What follows belongs to an exercise in optimizing a design on an open flow for small area and a short achievable clock period; a production flow would make more cautious choices.
Where RTL was checked, it was by simulation tests only, not by an equivalence proof against the original.

==> v19: inputs <==
==> flow/design.v <==
module cic5_add20 (
    input  wire [19:0] a,
    input  wire [19:0] b,
    input  wire        ci,
    output wire [19:0] s,
    output wire        co
);
    function [20:0] bk_mask(input integer k);
        integer i, d;
        begin
            bk_mask = 21'd0;
            d = (k < 5) ? (1 << k) : (1 << (7 - k));
            for (i = 0; i < 21; i = i + 1)
                if (k < 5 ? (((i + 1) % (2 * d)) == 0 && i >= d)
                          : (((i + 1) % (2 * d)) == d && i >= 3 * d - 1))
                    bk_mask[i] = 1'b1;
        end
    endfunction
    localparam [20:0] M0 = bk_mask(0), M1 = bk_mask(1), M2 = bk_mask(2), M3 = bk_mask(3),
                      M4 = bk_mask(4), M5 = bk_mask(5), M6 = bk_mask(6), M7 = bk_mask(7);
    reg [20:0] g, p;
    always @(*) begin
        g = {a & b, ci};
        p = {a ^ b, 1'b0};
        g = g | (p & (g << 1)  & M0);  p = p & ((p << 1)  | ~M0);
        g = g | (p & (g << 2)  & M1);  p = p & ((p << 2)  | ~M1);
        g = g | (p & (g << 4)  & M2);  p = p & ((p << 4)  | ~M2);
        g = g | (p & (g << 8)  & M3);  p = p & ((p << 8)  | ~M3);
        g = g | (p & (g << 16) & M4);  p = p & ((p << 16) | ~M4);
        g = g | (p & (g << 4)  & M5);  p = p & ((p << 4)  | ~M5);
        g = g | (p & (g << 2)  & M6);  p = p & ((p << 2)  | ~M6);
        g = g | (p & (g << 1)  & M7);
    end
    assign s  = a ^ b ^ g[19:0];
    assign co = g[20];
endmodule
module cic5_lane (
    input  wire        clk,
    input  wire        start_r,       
    input  wire [19:0] x,             
    input  wire [19:0] vr,            
    input  wire [3:0]  xe1,           
    input  wire [3:0]  xe2,           
    input  wire [3:0]  xn0,           
    input  wire [3:0]  xn1,           
    input  wire [3:0]  xn2,           
    input  wire [4:0]  clr,           
    input  wire [3:0]  dk,            
    input  wire [3:0]  sel,           
    input  wire [3:0]  cact,          
    input  wire [3:0]  cfirst,        
    input  wire [3:0]  cmask,         
    input  wire [4:0]  rot,           
    input  wire [19:0] we_lo,         
    input  wire [3:0]  we_hi,         
    input  wire        we_half,       
    input  wire [19:0] st_en,         
    input  wire        st_first,      
    output reg  [23:0] out
);
    reg  [3:1] sg;
    reg  [3:1] xs0, xs1, xs2;
    wire [3:1] sg_n = {sg[2:1], x[19]};
    always @(posedge clk) begin
        sg  <= sg_n;
        xs0 <= xn0[3:1] & sg_n;
        xs1 <= xn1[3:1] & sg_n;
        xs2 <= xn2[3:1] & sg_n;
    end
    reg  [19:0] ig [0:19];            
    reg  [19:0] cy;                   
    genvar s, c;
    generate
        for (s = 0; s < 5; s = s + 1) begin : g_st
            for (c = 0; c < 4; c = c + 1) begin : g_ch
                wire [19:0] b;
                if (s == 0 && c == 0) begin : g_b00
                    assign b = {20{vr[0]}} & x;
                end else if (s == 0) begin : g_b0
                    assign b = {20{xs0[c]}};
                end else if (s <= 2 && c == 0) begin : g_bx0
                    assign b = ({20{vr[4*s]}} & ig[4*(s-1)]) |
                               ({20{(s == 1) ? xe1[0] : xe2[0]}} & x);
                end else if (s <= 2) begin : g_bx
                    assign b = ({20{vr[4*s+c]}} & ig[4*(s-1)+c]) |
                               {20{(s == 1) ? xs1[c] : xs2[c]}};
                end else begin : g_bn
                    assign b = {20{vr[4*s+c]}} & ig[4*(s-1)+c];
                end
                wire [19:0] a  = (s == 4) ? (dk[c] ? 20'd0 : ig[4*s+c]) : ig[4*s+c];
                wire        ci = (c == 0) ? 1'b0 : cy[4*s+c];
                wire [19:0] sum;
                wire        co;
                cic5_add20 u_add (.a(a), .b(b), .ci(ci), .s(sum), .co(co));
                always @(posedge clk) begin
                    if (s < 4)
                        ig[4*s+c] <= clr[s] ? 20'd0 : sum;
                    else
                        ig[4*s+c] <= sum;
                end
                if (c < 3) begin : g_cy
                    always @(posedge clk)
                        cy[4*s+c+1] <= co & ~start_r;
                end
            end
        end
    endgenerate
    wire [19:0] c0 = ({20{sel[0]}} & ig[16]) | ({20{sel[1]}} & ig[17]) |
                     ({20{sel[2]}} & ig[18]) | ({20{sel[3]}} & ig[19]);
    reg  [79:0] ring [0:3];           
    reg  [19:0] cr [1:4];             
    reg  [3:0]  bw;                   
    genvar k;
    generate
        for (k = 0; k < 4; k = k + 1) begin : g_cb
            wire [19:0] cin = (k == 0) ? c0 : cr[k];
            wire [19:0] op  = cmask[k] ? 20'd0 : ring[k][19:0];
            wire        bi  = cfirst[k] ? 1'b0 : bw[k];
            wire [19:0] d;
            wire        co;
            cic5_add20 u_sub (.a(cin), .b(~op), .ci(~bi), .s(d), .co(co));
            always @(posedge clk) begin
                cr[k+1] <= d;
                bw[k]   <= ~co;
                if (cact[k])
                    ring[k] <= {cin, ring[k][79:20]};
            end
        end
    endgenerate
    wire [39:0] rr = {cr[4], cr[4]} >> rot;
    wire [19:0] r  = rr[19:0];
    reg [23:0] win;
    reg        half;
    reg        sticky;
    integer o;
    always @(posedge clk) begin
        for (o = 0; o < 20; o = o + 1)
            if (we_lo[o]) win[o] <= r[o];
        for (o = 0; o < 4; o = o + 1)
            if (we_hi[o]) win[20+o] <= r[o];
        if (we_half) half <= r[19];
        sticky <= (sticky & ~st_first) | (|(r & st_en));
        out <= win + {23'd0, half & (sticky | win[0])};
    end
endmodule
module cic5 (
    input  wire        clk,
    input  wire        rst,           
    input  wire        start,         
    input  wire [2:0]  cfg_order,     
    input  wire [12:0] cfg_ratio,     
    input  wire        in_valid,
    input  wire [19:0] in_i,          
    input  wire [19:0] in_q,
    output reg         out_valid,
    output wire [23:0] out_i,         
    output wire [23:0] out_q
);
    reg  [2:0]  order;
    reg  [12:0] ratio;
    reg         start_r;
    reg  [4:0]  clr_d;                
    reg         e0, e1, e2;           
    reg  [3:0]  km;                   
    always @(posedge clk) begin
        start_r <= start & ~rst;
        clr_d   <= {clr_d[3:0], start_r};
        if (start) begin
            order <= cfg_order;
            ratio <= cfg_ratio;
        end
        e0 <= (order == 3'd5);
        e1 <= (order == 3'd4);
        e2 <= (order == 3'd3);
        km <= {order != 3'd5, order == 3'd3, 2'b00};
    end
    reg [3:0] lg;
    integer b;
    always @(*) begin
        lg = 4'd0;
        for (b = 0; b < 13; b = b + 1)
            if (ratio[b]) lg = b[3:0];
    end
    reg [3:0]  lg_r;
    reg [12:0] mn_r;
    reg [2:0]  t_r;
    reg [5:0]  sh_r;                  
    reg [1:0]  q_r;                   
    reg [4:0]  s_r;                   
    reg [2:0]  t_n;
    always @(*) begin
        t_n = {2'd0, mn_r != 13'h1000};
        case (order)
            3'd3:    t_n = t_n + (mn_r >= 13'd5161) + (mn_r >= 13'd6502);
            3'd4:    t_n = t_n + (mn_r >= 13'd4871) + (mn_r >= 13'd5793) + (mn_r >= 13'd6889);
            default: t_n = t_n + (mn_r >= 13'd4706) + (mn_r >= 13'd5405) + (mn_r >= 13'd6209)
                               + (mn_r >= 13'd7132);
        endcase
    end
    wire [5:0] ke = (order == 3'd3) ? {1'b0, lg_r, 1'b0} + {2'd0, lg_r} :
                    (order == 3'd4) ? {lg_r, 2'b0} :
                                      {lg_r, 2'b0} + {2'd0, lg_r};
    always @(posedge clk) begin
        lg_r <= lg;
        mn_r <= ratio << (4'd12 - lg_r);
        t_r  <= t_n;
        sh_r <= ke + {3'd0, t_r} - 6'd4;
        if (sh_r >= 6'd40) begin
            q_r <= 2'd2;
            s_r <= sh_r[4:0] - 5'd8;          
        end else if (sh_r >= 6'd20) begin
            q_r <= 2'd1;
            s_r <= sh_r[4:0] - 5'd20;         
        end else begin
            q_r <= 2'd0;
            s_r <= sh_r[4:0];
        end
    end
    reg         xv;
    reg  [19:0] xi, xq;
    always @(posedge clk) begin
        xv <= in_valid & ~rst;
        xi <= in_i;
        xq <= in_q;
    end
    wire clr = rst | start_r;
    reg  [12:0] phase;
    reg         first;
    wire [12:0] phase_n = phase + 13'd1;
    wire        xd = (phase_n == ratio);
    always @(posedge clk) begin
        if (start_r) begin
            phase <= 13'd0;
            first <= 1'b1;
        end else if (xv) begin
            phase <= xd ? 13'd0 : phase_n;
            first <= xd;
        end
    end
    reg  [19:0] vr;
    reg  [3:0]  xe1, xe2;
    wire [19:0] vn;
    wire [2:0]  ent = {e2, e1, e0};
    wire        iv  = in_valid & ~rst;
    genvar s, c;
    generate
        for (s = 0; s < 5; s = s + 1) begin : g_vs
            for (c = 0; c < 4; c = c + 1) begin : g_vc
                wire prev_s = (s == 0) ? 1'b0 : vr[4*(s-1)+c];
                wire here   = (c == 0) ? iv : vr[4*s+c-1];
                if (s <= 2) begin : g_e
                    assign vn[4*s+c] = prev_s | (ent[s] & here);
                end else begin : g_n
                    assign vn[4*s+c] = prev_s;
                end
            end
        end
    endgenerate
    wire [19:0] vg  = clr ? 20'd0 : vn;
    wire [3:0]  xn0 = vg[3:0];
    wire [3:0]  xn1 = vg[7:4]  & {4{e1}};
    wire [3:0]  xn2 = vg[11:8] & {4{e2}};
    always @(posedge clk) begin
        vr  <= vg;
        xe1 <= xn1;
        xe2 <= xn2;
    end
    reg  [7:1] pf;
    reg  [4:1] pd;
    wire [7:0] lf;
    wire [4:0] ld;
    assign lf[0] = e0 & xv & first;
    assign lf[1] = pf[1] | (e1 & xv & first);
    assign lf[2] = pf[2] | (e2 & xv & first);
    assign lf[7:3] = pf[7:3];
    assign ld[0] = e0 & xv & xd;
    assign ld[1] = pd[1] | (e1 & xv & xd);
    assign ld[2] = pd[2] | (e2 & xv & xd);
    assign ld[4:3] = pd[4:3];
    reg [14:5] gl;
    reg [3:0]  cact;
    always @(posedge clk) begin
        if (clr) begin
            pf   <= 7'd0;
            pd   <= 4'd0;
            gl   <= 10'd0;
        end else begin
            pf   <= lf[6:0];
            pd   <= ld[3:0];
            gl   <= {gl[13:5], ld[4]};
        end
        if (clr_d[3])
            pf[7:4] <= 4'b1111;
    end
    wire [3:0] dk = pf[7:4];
    reg [3:0] cmask;
    genvar k;
    generate
        for (k = 0; k < 4; k = k + 1) begin : g_k
            always @(posedge clk) begin
                if (start_r)
                    cmask[k] <= 1'b1;
                else if (gl[8+k] && !km[k])
                    cmask[k] <= 1'b0;
            end
            if (k == 0) begin : g_a0
                always @(posedge clk)
                    cact[k] <= !clr && (ld[4] | gl[5] | gl[6] | gl[7]);
            end else begin : g_an
                always @(posedge clk)
                    cact[k] <= !clr && (gl[4+k] | gl[5+k] | gl[6+k] | gl[7+k]);
            end
        end
    endgenerate
    wire am2 = (gl[9]  & (q_r == 2'd2));
    wire am1 = (gl[9]  & (q_r == 2'd1)) | (gl[10] & (q_r == 2'd2));
    wire a0  = (gl[9]  & (q_r == 2'd0)) | (gl[10] & (q_r == 2'd1)) | (gl[11] & (q_r == 2'd2));
    wire a1  = (gl[10] & (q_r == 2'd0)) | (gl[11] & (q_r == 2'd1)) | (gl[12] & (q_r == 2'd2));
    wire a2  = (gl[11] & (q_r == 2'd0)) | (gl[12] & (q_r == 2'd1));
    wire le0  = am2 | am1 | a0;
    wire lem1 = am2 | am1;
    wire [19:0] wrap;                 
    wire [19:0] we_lo, st_en;
    wire [3:0]  we_hi;
    genvar i;
    generate
        for (i = 0; i < 20; i = i + 1) begin : g_w
            assign wrap[i]  = ({1'b0, s_r} + i) >= 20;
            assign we_lo[i] = wrap[i] ? a1 : a0;
            if (i < 19) begin : g_s
                assign st_en[i] = wrap[i] ? le0 : lem1;
            end else begin : g_s19
                assign st_en[i] = wrap[i] ? lem1 : am2;
            end
        end
        for (i = 0; i < 4; i = i + 1) begin : g_h
            assign we_hi[i] = wrap[i] ? a2 : a1;
        end
    endgenerate
    wire we_half = wrap[19] ? a0 : am1;
    always @(posedge clk) begin
        if (rst) out_valid <= 1'b0;
        else     out_valid <= gl[13];
    end
    wire [3:0] sel = gl[8:5];
    wire [3:0] cfirst = gl[8:5];
    cic5_lane u_i (
        .clk(clk), .start_r(start_r), .x(xi), .vr(vr), .xe1(xe1), .xe2(xe2),
        .xn0(xn0), .xn1(xn1), .xn2(xn2), .clr(clr_d), .dk(dk),
        .sel(sel), .cact(cact), .cfirst(cfirst), .cmask(cmask), .rot(s_r),
        .we_lo(we_lo), .we_hi(we_hi), .we_half(we_half), .st_en(st_en),
        .st_first(gl[9]), .out(out_i)
    );
    cic5_lane u_q (
        .clk(clk), .start_r(start_r), .x(xq), .vr(vr), .xe1(xe1), .xe2(xe2),
        .xn0(xn0), .xn1(xn1), .xn2(xn2), .clr(clr_d), .dk(dk),
        .sel(sel), .cact(cact), .cfirst(cfirst), .cmask(cmask), .rot(s_r),
        .we_lo(we_lo), .we_hi(we_hi), .we_half(we_half), .st_en(st_en),
        .st_first(gl[9]), .out(out_q)
    );
endmodule
==> flow/flow/run.sh <==
#!/bin/bash
# The standard layout, with plain buffers (instead of the default delay
# buffers) on the input and output ports, and the out_valid pin placed next
# to the rst pin (out_valid's flip-flop reads rst and drives out_valid).
set -euo pipefail
export BUFFER_PORTS_ARGS="-buffer_cell sky130_fd_sc_hd__buf_2"
export PLACE_PINS_ARGS="-group_pins {rst out_valid}"
bash standard.sh > standard.log 2>&1
==> flow/standard.sh <==
#!/bin/bash
# synth_recipe.tcl (not shown) runs the flow's synth.tcl, then flattens the netlist and writes it again
# the make line also repeats each setting of config.mk as NAME=value (left out here)
make -C /OpenROAD-flow-scripts/flow DESIGN_CONFIG=/design/flow/config.mk WORK_HOME=/design/flow/orfs CLKGATE_MAP_FILE= SYNTH_SCRIPT=/design/flow/synth_recipe.tcl "${@:-finish}"
==> flow/config.mk <==
export PLATFORM = sky130hd
export DESIGN_NAME = cic5
export DESIGN_NICKNAME = cic5
export VERILOG_FILES = /design/flow/design.v
export SDC_FILE = /design/flow/constraint.sdc
export NUM_CORES = 4
export LEC_CHECK = 0
export ABC_AREA = 1
export CAP_MARGIN = 60
export CORE_MARGIN = 2
export CORE_UTILIZATION = 50
export CTS_CLUSTER_DIAMETER = 120
export CTS_CLUSTER_SIZE = 25
export PLACE_DENSITY = 0.62
export SLEW_MARGIN = 70
==> flow/constraint.sdc <==
create_clock -name core_clock -period 15.0 [get_ports {clk}]
set_input_delay 3.0000 -clock core_clock [delete_from_list [all_inputs] [get_ports {clk}]]
set_output_delay 3.0000 -clock core_clock [all_outputs]
set_load 0.01 [all_outputs]
==> inputs of v33, as changes to v19 <==
--- a/flow/design.v
+++ b/flow/design.v
@@ -58,2 +58,3 @@
     input  wire        st_first,      
+    input  wire        fin,           
     output reg  [23:0] out
@@ -142,3 +143,4 @@
         sticky <= (sticky & ~st_first) | (|(r & st_en));
-        out <= win + {23'd0, half & (sticky | win[0])};
+        if (fin)
+            out <= win + {23'd0, half & (sticky | win[0])};
     end
@@ -351,3 +353,3 @@
         .we_lo(we_lo), .we_hi(we_hi), .we_half(we_half), .st_en(st_en),
-        .st_first(gl[9]), .out(out_i)
+        .st_first(gl[9]), .fin(gl[13]), .out(out_i)
     );
@@ -358,3 +360,3 @@
         .we_lo(we_lo), .we_hi(we_hi), .we_half(we_half), .st_en(st_en),
-        .st_first(gl[9]), .out(out_q)
+        .st_first(gl[9]), .fin(gl[13]), .out(out_q)
     );
==> flow/flow/run.sh (replaced) <==
#!/bin/bash
# The standard layout, with plain buffers (instead of the default delay
# buffers) on the input and output ports.
set -euo pipefail
export BUFFER_PORTS_ARGS="-buffer_cell sky130_fd_sc_hd__buf_2"
bash standard.sh > standard.log 2>&1
ABC_AREA = default   (was 1)
CORE_UTILIZATION = 30   (was 50)
CTS_CLUSTER_DIAMETER = default   (was 120)
CTS_CLUSTER_SIZE = default   (was 25)
PLACE_DENSITY = 0.45   (was 0.62)
==> inputs of v6, as changes to v19 <==
--- a/flow/design.v
+++ b/flow/design.v
@@ -41,8 +41,6 @@
     input  wire [19:0] vr,            
-    input  wire [3:0]  xe1,           
-    input  wire [3:0]  xe2,           
     input  wire [3:0]  xn0,           
-    input  wire [3:0]  xn1,           
-    input  wire [3:0]  xn2,           
-    input  wire [4:0]  clr,           
+    input  wire [3:0]  pt0,           
+    input  wire [3:0]  pt1,           
+    input  wire [3:2]  clr,           
     input  wire [3:0]  dk,            
@@ -61,3 +59,3 @@
     reg  [3:1] sg;
-    reg  [3:1] xs0, xs1, xs2;
+    reg  [3:1] xs0;
     wire [3:1] sg_n = {sg[2:1], x[19]};
@@ -66,4 +64,2 @@
         xs0 <= xn0[3:1] & sg_n;
-        xs1 <= xn1[3:1] & sg_n;
-        xs2 <= xn2[3:1] & sg_n;
     end
@@ -80,8 +76,2 @@
                     assign b = {20{xs0[c]}};
-                end else if (s <= 2 && c == 0) begin : g_bx0
-                    assign b = ({20{vr[4*s]}} & ig[4*(s-1)]) |
-                               ({20{(s == 1) ? xe1[0] : xe2[0]}} & x);
-                end else if (s <= 2) begin : g_bx
-                    assign b = ({20{vr[4*s+c]}} & ig[4*(s-1)+c]) |
-                               {20{(s == 1) ? xs1[c] : xs2[c]}};
                 end else begin : g_bn
@@ -89,3 +79,5 @@
                 end
-                wire [19:0] a  = (s == 4) ? (dk[c] ? 20'd0 : ig[4*s+c]) : ig[4*s+c];
+                wire [19:0] a  = (s == 0) ? (pt0[c] ? 20'd0 : ig[4*s+c]) :
+                                 (s == 1) ? (pt1[c] ? 20'd0 : ig[4*s+c]) :
+                                 (s == 4) ? (dk[c]  ? 20'd0 : ig[4*s+c]) : ig[4*s+c];
                 wire        ci = (c == 0) ? 1'b0 : cy[4*s+c];
@@ -95,3 +87,3 @@
                 always @(posedge clk) begin
-                    if (s < 4)
+                    if (s == 2 || s == 3)
                         ig[4*s+c] <= clr[s] ? 20'd0 : sum;
@@ -162,3 +154,2 @@
     reg  [4:0]  clr_d;                
-    reg         e0, e1, e2;           
     reg  [3:0]  km;                   
@@ -171,5 +162,2 @@
         end
-        e0 <= (order == 3'd5);
-        e1 <= (order == 3'd4);
-        e2 <= (order == 3'd3);
         km <= {order != 3'd5, order == 3'd3, 2'b00};
@@ -240,5 +228,3 @@
     reg  [19:0] vr;
-    reg  [3:0]  xe1, xe2;
-    wire [19:0] vn;
-    wire [2:0]  ent = {e2, e1, e0};
+    wire [19:0] vg;
     wire        iv  = in_valid & ~rst;
@@ -248,8 +234,8 @@
             for (c = 0; c < 4; c = c + 1) begin : g_vc
-                wire prev_s = (s == 0) ? 1'b0 : vr[4*(s-1)+c];
-                wire here   = (c == 0) ? iv : vr[4*s+c-1];
-                if (s <= 2) begin : g_e
-                    assign vn[4*s+c] = prev_s | (ent[s] & here);
+                if (s == 0 && c == 0) begin : g_00
+                    assign vg[0] = iv & ~start_r;
+                end else if (s == 0) begin : g_0
+                    assign vg[c] = vr[c-1] & ~clr;
                 end else begin : g_n
-                    assign vn[4*s+c] = prev_s;
+                    assign vg[4*s+c] = vr[4*(s-1)+c] & ~clr & ~clr_d[s-1];
                 end
@@ -258,10 +244,11 @@
     endgenerate
-    wire [19:0] vg  = clr ? 20'd0 : vn;
-    wire [3:0]  xn0 = vg[3:0];
-    wire [3:0]  xn1 = vg[7:4]  & {4{e1}};
-    wire [3:0]  xn2 = vg[11:8] & {4{e2}};
+    wire [3:0] xn0 = vg[3:0];
+    reg  [3:0] pt0, pt1;
+    reg        pass0, pass1;
     always @(posedge clk) begin
-        vr  <= vg;
-        xe1 <= xn1;
-        xe2 <= xn2;
+        vr    <= vg;
+        pass0 <= (order != 3'd5);
+        pass1 <= (order == 3'd3);
+        pt0   <= ({4{pass0}} & vg[3:0]) | {4{clr_d[0]}};
+        pt1   <= ({4{pass1}} & vg[7:4]) | {4{clr_d[1]}};
     end
@@ -269,12 +256,4 @@
     reg  [4:1] pd;
-    wire [7:0] lf;
-    wire [4:0] ld;
-    assign lf[0] = e0 & xv & first;
-    assign lf[1] = pf[1] | (e1 & xv & first);
-    assign lf[2] = pf[2] | (e2 & xv & first);
-    assign lf[7:3] = pf[7:3];
-    assign ld[0] = e0 & xv & xd;
-    assign ld[1] = pd[1] | (e1 & xv & xd);
-    assign ld[2] = pd[2] | (e2 & xv & xd);
-    assign ld[4:3] = pd[4:3];
+    wire [7:0] lf = {pf[7:1], xv & first};
+    wire [4:0] ld = {pd[4:1], xv & xd};
     reg [14:5] gl;
@@ -347,4 +326,4 @@
     cic5_lane u_i (
-        .clk(clk), .start_r(start_r), .x(xi), .vr(vr), .xe1(xe1), .xe2(xe2),
-        .xn0(xn0), .xn1(xn1), .xn2(xn2), .clr(clr_d), .dk(dk),
+        .clk(clk), .start_r(start_r), .x(xi), .vr(vr), .xn0(xn0), .pt0(pt0), .pt1(pt1),
+        .clr(clr_d[3:2]), .dk(dk),
         .sel(sel), .cact(cact), .cfirst(cfirst), .cmask(cmask), .rot(s_r),
@@ -354,4 +333,4 @@
     cic5_lane u_q (
-        .clk(clk), .start_r(start_r), .x(xq), .vr(vr), .xe1(xe1), .xe2(xe2),
-        .xn0(xn0), .xn1(xn1), .xn2(xn2), .clr(clr_d), .dk(dk),
+        .clk(clk), .start_r(start_r), .x(xq), .vr(vr), .xn0(xn0), .pt0(pt0), .pt1(pt1),
+        .clr(clr_d[3:2]), .dk(dk),
         .sel(sel), .cact(cact), .cfirst(cfirst), .cmask(cmask), .rot(s_r),
==> flow/flow/run.sh (replaced) <==
#!/bin/bash
# The standard layout, with plain buffers (instead of the default delay
# buffers) on the input and output ports.
set -euo pipefail
export BUFFER_PORTS_ARGS="-buffer_cell sky130_fd_sc_hd__buf_2"
bash standard.sh > standard.log 2>&1
ABC_AREA = default   (was 1)
==> inputs of v2, as changes to v19 <==
--- a/flow/design.v
+++ b/flow/design.v
@@ -41,8 +41,6 @@
     input  wire [19:0] vr,            
-    input  wire [3:0]  xe1,           
-    input  wire [3:0]  xe2,           
     input  wire [3:0]  xn0,           
-    input  wire [3:0]  xn1,           
-    input  wire [3:0]  xn2,           
-    input  wire [4:0]  clr,           
+    input  wire [3:0]  pt0,           
+    input  wire [3:0]  pt1,           
+    input  wire [3:2]  clr,           
     input  wire [3:0]  dk,            
@@ -61,3 +59,3 @@
     reg  [3:1] sg;
-    reg  [3:1] xs0, xs1, xs2;
+    reg  [3:1] xs0;
     wire [3:1] sg_n = {sg[2:1], x[19]};
@@ -66,4 +64,2 @@
         xs0 <= xn0[3:1] & sg_n;
-        xs1 <= xn1[3:1] & sg_n;
-        xs2 <= xn2[3:1] & sg_n;
     end
@@ -80,8 +76,2 @@
                     assign b = {20{xs0[c]}};
-                end else if (s <= 2 && c == 0) begin : g_bx0
-                    assign b = ({20{vr[4*s]}} & ig[4*(s-1)]) |
-                               ({20{(s == 1) ? xe1[0] : xe2[0]}} & x);
-                end else if (s <= 2) begin : g_bx
-                    assign b = ({20{vr[4*s+c]}} & ig[4*(s-1)+c]) |
-                               {20{(s == 1) ? xs1[c] : xs2[c]}};
                 end else begin : g_bn
@@ -89,3 +79,5 @@
                 end
-                wire [19:0] a  = (s == 4) ? (dk[c] ? 20'd0 : ig[4*s+c]) : ig[4*s+c];
+                wire [19:0] a  = (s == 0) ? (pt0[c] ? 20'd0 : ig[4*s+c]) :
+                                 (s == 1) ? (pt1[c] ? 20'd0 : ig[4*s+c]) :
+                                 (s == 4) ? (dk[c]  ? 20'd0 : ig[4*s+c]) : ig[4*s+c];
                 wire        ci = (c == 0) ? 1'b0 : cy[4*s+c];
@@ -95,3 +87,3 @@
                 always @(posedge clk) begin
-                    if (s < 4)
+                    if (s == 2 || s == 3)
                         ig[4*s+c] <= clr[s] ? 20'd0 : sum;
@@ -162,3 +154,2 @@
     reg  [4:0]  clr_d;                
-    reg         e0, e1, e2;           
     reg  [3:0]  km;                   
@@ -171,5 +162,2 @@
         end
-        e0 <= (order == 3'd5);
-        e1 <= (order == 3'd4);
-        e2 <= (order == 3'd3);
         km <= {order != 3'd5, order == 3'd3, 2'b00};
@@ -240,5 +228,3 @@
     reg  [19:0] vr;
-    reg  [3:0]  xe1, xe2;
-    wire [19:0] vn;
-    wire [2:0]  ent = {e2, e1, e0};
+    wire [19:0] vg;
     wire        iv  = in_valid & ~rst;
@@ -248,8 +234,8 @@
             for (c = 0; c < 4; c = c + 1) begin : g_vc
-                wire prev_s = (s == 0) ? 1'b0 : vr[4*(s-1)+c];
-                wire here   = (c == 0) ? iv : vr[4*s+c-1];
-                if (s <= 2) begin : g_e
-                    assign vn[4*s+c] = prev_s | (ent[s] & here);
+                if (s == 0 && c == 0) begin : g_00
+                    assign vg[0] = iv & ~start_r;
+                end else if (s == 0) begin : g_0
+                    assign vg[c] = vr[c-1] & ~clr;
                 end else begin : g_n
-                    assign vn[4*s+c] = prev_s;
+                    assign vg[4*s+c] = vr[4*(s-1)+c] & ~clr & ~clr_d[s-1];
                 end
@@ -258,10 +244,11 @@
     endgenerate
-    wire [19:0] vg  = clr ? 20'd0 : vn;
-    wire [3:0]  xn0 = vg[3:0];
-    wire [3:0]  xn1 = vg[7:4]  & {4{e1}};
-    wire [3:0]  xn2 = vg[11:8] & {4{e2}};
+    wire [3:0] xn0 = vg[3:0];
+    reg  [3:0] pt0, pt1;
+    reg        pass0, pass1;
     always @(posedge clk) begin
-        vr  <= vg;
-        xe1 <= xn1;
-        xe2 <= xn2;
+        vr    <= vg;
+        pass0 <= (order != 3'd5);
+        pass1 <= (order == 3'd3);
+        pt0   <= ({4{pass0}} & vg[3:0]) | {4{clr_d[0]}};
+        pt1   <= ({4{pass1}} & vg[7:4]) | {4{clr_d[1]}};
     end
@@ -269,12 +256,4 @@
     reg  [4:1] pd;
-    wire [7:0] lf;
-    wire [4:0] ld;
-    assign lf[0] = e0 & xv & first;
-    assign lf[1] = pf[1] | (e1 & xv & first);
-    assign lf[2] = pf[2] | (e2 & xv & first);
-    assign lf[7:3] = pf[7:3];
-    assign ld[0] = e0 & xv & xd;
-    assign ld[1] = pd[1] | (e1 & xv & xd);
-    assign ld[2] = pd[2] | (e2 & xv & xd);
-    assign ld[4:3] = pd[4:3];
+    wire [7:0] lf = {pf[7:1], xv & first};
+    wire [4:0] ld = {pd[4:1], xv & xd};
     reg [14:5] gl;
@@ -347,4 +326,4 @@
     cic5_lane u_i (
-        .clk(clk), .start_r(start_r), .x(xi), .vr(vr), .xe1(xe1), .xe2(xe2),
-        .xn0(xn0), .xn1(xn1), .xn2(xn2), .clr(clr_d), .dk(dk),
+        .clk(clk), .start_r(start_r), .x(xi), .vr(vr), .xn0(xn0), .pt0(pt0), .pt1(pt1),
+        .clr(clr_d[3:2]), .dk(dk),
         .sel(sel), .cact(cact), .cfirst(cfirst), .cmask(cmask), .rot(s_r),
@@ -354,4 +333,4 @@
     cic5_lane u_q (
-        .clk(clk), .start_r(start_r), .x(xq), .vr(vr), .xe1(xe1), .xe2(xe2),
-        .xn0(xn0), .xn1(xn1), .xn2(xn2), .clr(clr_d), .dk(dk),
+        .clk(clk), .start_r(start_r), .x(xq), .vr(vr), .xn0(xn0), .pt0(pt0), .pt1(pt1),
+        .clr(clr_d[3:2]), .dk(dk),
         .sel(sel), .cact(cact), .cfirst(cfirst), .cmask(cmask), .rot(s_r),
CAP_MARGIN = 40   (was 60)
SLEW_MARGIN = 50   (was 70)
==> flow_summary.yaml <==
cells_and_area:
  drive_gt1_frac: 0.0906
outcome:
  status: "no timing/DRC/antenna violations"
timing:
  period_minus_slack_ps: 4450
place:
  place_area_um2: 110000
synth:
  synthSimpleGateAreaFrac: 0.129
  syn_area_per_cell_um2: 11.2
  synth_adder_area_share: 0.211
  synth_xor_xnor_area_share: 0.0447
drt:
  drt_iter0_drc: 2953
critical_path:
  cpMaxStageDelayCell: "edfxtp_1"
The numbers above come from v33.

==> flow_summary.yaml <==
synth:
  synthSimpleGateAreaFrac: 0.157
  syn_area_per_cell_um2: 11.2
  syn_inst: 9199
  synth_xor_xnor_area_share: 0.0445
  synth_adder_area_share: 0.211
cells_and_area:
  drive_gt1_frac: 0.0680
drt:
  drt_iter0_drc: 3316
outcome:
  status: "no timing/DRC/antenna violations"
critical_path:
  cpMaxStageDelayCell: "dfxtp_1"
place:
  place_area_um2: 108000
The numbers above come from v6.

==> flow_summary.yaml <==
cells_and_area:
  clock_area_frac: 0.0234
  drive_gt1_frac: 0.0305
synth:
  syn-cell-area_um2: 102000
  synth_xor_xnor_area_share: 0.0436
  synthSimpleGateAreaFrac: 0.154
  syn_area_per_cell_um2: 9.22
critical_path:
  cpMaxStageDelayCell: "dfxtp_1"
  crit_buf_inv: 1
  r2r_end: "u_q.ig[1][17]"
place:
  place_area_um2: 105000
drt:
  drt_iter0_drc: 3987
timing:
  period_minus_slack_ps: 4220
outcome:
  status: "no timing/DRC/antenna violations"
power_and_ir_drop:
  leakage_nw: 54.4
The numbers above come from v2.

==> flow_summary.yaml <==
synth:
  synth_adder_area_share: 0.213
  synthSimpleGateAreaFrac: 0.161
  synth.most_common_cell: "nand2_1"
  syn_area_per_cell_um2: 9.30
outcome:
  status: "no timing/DRC/antenna violations"
critical_path:
  worstSetupPathDepth: 1
  cpMaxStageDelayCell: "dfxtp_1"
  cp_top_family: "flip-flops"
timing:
  period_minus_slack_ps: 4240
power_and_ir_drop:
  leakage_nw: 52.4
floorplanning:
  row_count: 165
cells_and_area:
  drive_gt1_frac: 0.0441
  nNonClkInverters: 1672
place:
  place_area_um2: 106000
run:
  cap_violations: 0
The numbers above come from v19.

Function not checked in v33: the RTL went through the layout flow alone.

re-timing with driven ports:
How much do the figures lean on ideal ports? The routed layouts below were timed once more, with nothing changed but the port constraints.
Step 1 sets driving cells, clkbuf_16 on the clock port and buf_2 on the other inputs (assumed; they add their load-dependent delay and slew).
Step 2 moves the port delays by t, midway between the first and last clock arrival at a register: inputs arrive t later, outputs are due t later. That takes back most of the time a late clock gives input paths.
Slacks: no drivers / after step 1 / after step 2; pairs: no drivers / after step 1.
run	t, ns	setup slack, ns	clock arrival spread, ns	worst slew at a driven data input, ns
v19	0.843	10.757 / 10.669 / 10.701	0.062 / 0.062	0.14
v33	0.988	10.553 / 10.459 / 10.635	0.084 / 0.084	0.13
v6	0.841	10.725 / 10.647 / 10.717	0.042 / 0.042	0.07
v2	0.836	10.775 / 10.690 / 10.673	0.034 / 0.034	0.04
After both steps every run listed still meets setup and hold. For v2, which loses most, drivers alone change the setup slack by -0.085 ns; drivers and shift together by -0.102 ns.
